This is an optimization exercise on Yosys and OpenROAD, whose aim is small area, a short achievable clock period and few clock cycles, not a production implementation. Only simulation tests tie the RTL to the original design; equivalence was not proved. Power figures rest on the tool's default switching activity, not on a simulated workload.

==> flow/design.v (excerpt) <==
module chk_unit (
    input  wire        clk,
    input  wire        rst,
    input  wire        job_valid,
    output wire        job_ready,
    input  wire [31:0] job_cmd,
    input  wire [23:0] job_len,
    input  wire        in_valid,
    output wire        in_ready,
    input  wire [63:0] in_data,
    output reg         res_valid,
    output reg         res_refused,
    output reg  [2:0]  res_refuse_code,
    output reg  [31:0] res_result,
    output reg  [3:0]  res_code,
    output reg  [15:0] res_acount,
    output reg         res_copy,
    output reg  [47:0] res_tail,
    output reg  [2:0]  res_tail_len,
    input  wire        reg_wr,
    input  wire        reg_rd,
    input  wire [15:0] reg_addr,
    input  wire [31:0] reg_wdata,
    output reg  [31:0] reg_rdata
);
Size: about 1900 flip-flops, about 320 I/O pins, roughly 93000 sq um of cells after synthesis.
clock: 20.0 ns
lec_check: 0
cap_margin: 20
core_margin: 2
core_utilization: 55
slew_margin: 20
standard.sh (not shown) runs the stock make flow with config.mk's settings and CLKGATE_MAP_FILE= SYNTH_SCRIPT=/design/flow/synth_recipe.tcl, a recipe that flattens the netlist after the stock synthesis.
==> flow/flow/run.sh <==
#!/bin/bash
# The standard synthesis, unchanged, then the standard flow's own layout steps with
# repair_timing asked for more setup slack than the 20 ns clock needs, so
# that the layout is optimised towards a shorter period.  Each step's full
# output goes to a log file of its own in this folder.
set -euo pipefail
MARGIN=$(cat flow/margin.txt)
bash standard.sh synth > synth.log 2>&1
bash standard.sh SETUP_SLACK_MARGIN="$MARGIN" finish > layout.log 2>&1
==> flow/flow/margin.txt <==
14
Testbench counts at the start, summed over its fixed seeds: cycles 55,509.
Rerun with:
Settings changed: CORE_UTILIZATION 55 to 35, TNS_END_PERCENT from default to 5.
Effect: The new run finished with timing, DRC and antenna clean; area after synthesis does not change; fmax drops by a few percent; via count hardly moves; routed wire length went up by a few percent; final cell count climbs by roughly a tenth; hold slack gets worse by 0.026 ns; worst setup slack gets worse by 0.14 ns; non-clock buffer count falls by 52; sequential share of layout area falls by 0.40 points.

* * *

job 2105:
chk_unit, a different RTL version from the one above (not shown whole).
Size: ~7700 cells after synthesis, ~1900 flip-flops.
export LEC_CHECK = 0
export CAP_MARGIN = 20
export CORE_MARGIN = 2
export CORE_UTILIZATION = 35
export SLEW_MARGIN = 20
export TNS_END_PERCENT = 5
create_clock -name core_clock -period 20.0 [get_ports {clk}]
Scripts as last shown in full above: flow/flow/run.sh, flow/flow/margin.txt
Job 2105 went all the way through synthesis, placement and routing and the layout is clean on timing, DRC and antenna.
Testbench counts of job 2105, summed over its fixed seeds: cycles 55,509.
Input-level comparison between job 9672 and job 2105:
- TNS_END_PERCENT: 5 -> unset
==> flow/flow/margin.txt <==
15
## What came out
In the reports for job 2105 and job 9672, the larger final worst-path cycle share belongs to job 9672. The number of multi-input logic gates on job 9672 is in line with that on job 2105. Changes observed in job 9672 relative to job 2105: area of all placed cells without fillers increased 15%; overall power increased 15%. Looking only at pre-CTS setup slack, and setting everything else aside, the higher value of job 2105 and job 9672 goes to job 9672. The final reports for job 9672 and job 2105 show worst hold slack lower in the former. Job 9672 ended up with reg_rdata[16]$_DFF_P_ as its capturing element of the worst setup path; job 2105 ended up with s[3]$_DFFE_PP_.
What job 5399 does differently from job 9672 at the input level:
- an added CTS_CLUSTER_DIAMETER of 100
- an added CTS_CLUSTER_SIZE of 30
==> flow/flow/margin.txt <==
14
Findings:
- For the combinational group share of total power, job 5399 came in 0.2 points higher than job 9672 did.
- On routed wire length, job 5399 does better than job 9672.
- Detailed route, job 5399 vs job 9672: via total lower for job 5399
- Re cell count after synthesis: no difference whatsoever between job 9672 and job 5399.
- Compare job 5399 and job 9672 | sequential share of layout area lower: job 9672
- Number of cell instances on the worst register-to-register path (lower): job 5399
- Looking at job 5399 and job 9672, the fraction of the cycle the final worst path needs is a wash.
- Of job 5399 and job 9672, the run reporting the higher placed wire-length estimate after detailed placement was job 9672.
[inputs] job 3701 vs job 5399
- CORE_UTILIZATION changed from 35 to 45
- CTS_CLUSTER_DIAMETER removed (was 100)
- CTS_BUF_LIST newly set to sky130_fd_sc_hd__clkbuf_8
--- outcome ---
- Per the comparison of job 3701 with job 5399, total chip power went up; switching power went up; die area went down; final worst slack went up; final design instance area without fill went up.
- Sequential portion of the cell area: job 3701 < job 5399
- Job 3701 completed; timing, DRC and antenna clean
Modified inputs, job 4575 compared to job 3701
- CORE_UTILIZATION changed from 45 to 35
- CTS_BUF_LIST removed (was sky130_fd_sc_hd__clkbuf_8)
- CTS_CLUSTER_SIZE removed (was 30)
==> run notes <==
- Job 4575 vs job 3701: core utilization down
- Compared with job 3701, in job 4575 minimum period implied by the final worst setup slack -0.050 ns, part of the total power dissipated in the clock network +1.5 points, number of levels in the clock H-tree -1, sequential cell area ~0 delta, global-route track usage on met3 -1.2 points.
- Compared with job 3701, job 4575 is hungrier on power.
- Per the comparison of job 4575 with job 3701, number of buffer and inverter instances along the worst setup path decreased by 2 relative to the old numbers; chip height increased by 61 µm relative to the old numbers.

[afterwards: timing with drivers on the ports]
In the flow no input, the clock included, has a driving cell. The finished layouts below were timed again as built, in two steps.
Step 1 sets driving cells, clkbuf_16 on the clock port and buf_2 on the other inputs (assumed; they add their load-dependent delay and slew).
Step 2, shift: input delay + t, output delay - t, t = (earliest + latest rising clock arrival at the registers) / 2. This alone moves slack from input paths to output paths.
a / b / c = ideal / step 1 / step 2; a / b = the first two.
| run | t, ns | setup slack, ns | hold WS [ns] | worst slew at a driven data input, ns |
|---|---|---|---|---|
| the first run of note 1 | 0.956 | 13.979 / 13.923 / 13.068 | 0.421 / 0.421 / 0.421 | 0.24 |
| the second run of note 1 | 0.981 | 13.842 / 13.814 / 12.845 | 0.395 / 0.395 / 0.395 | 0.29 |
| job 2105 | 0.965 | 13.716 / 13.708 / 12.747 | 0.459 / 0.459 / 0.459 | 0.18 |
| job 9672 | 0.971 | 13.651 / 13.590 / 12.620 | 0.453 / 0.453 / 0.453 | 0.19 |
| job 5399 | 0.900 | 13.651 / 13.630 / 12.730 | 0.470 / 0.470 / 0.470 | 0.19 |
| job 3701 | 1.113 | 13.734 / 13.737 / 12.625 | 0.468 / 0.468 / 0.468 | 0.23 |
| job 4575 | 0.960 | 13.784 / 13.736 / 12.775 | 0.454 / 0.454 / 0.454 | 0.19 |
After both steps setup and hold are still met in every run listed. The setup slack of job 3701, which loses most, moves by +0.003 ns with the drivers and by -1.109 ns with both steps.
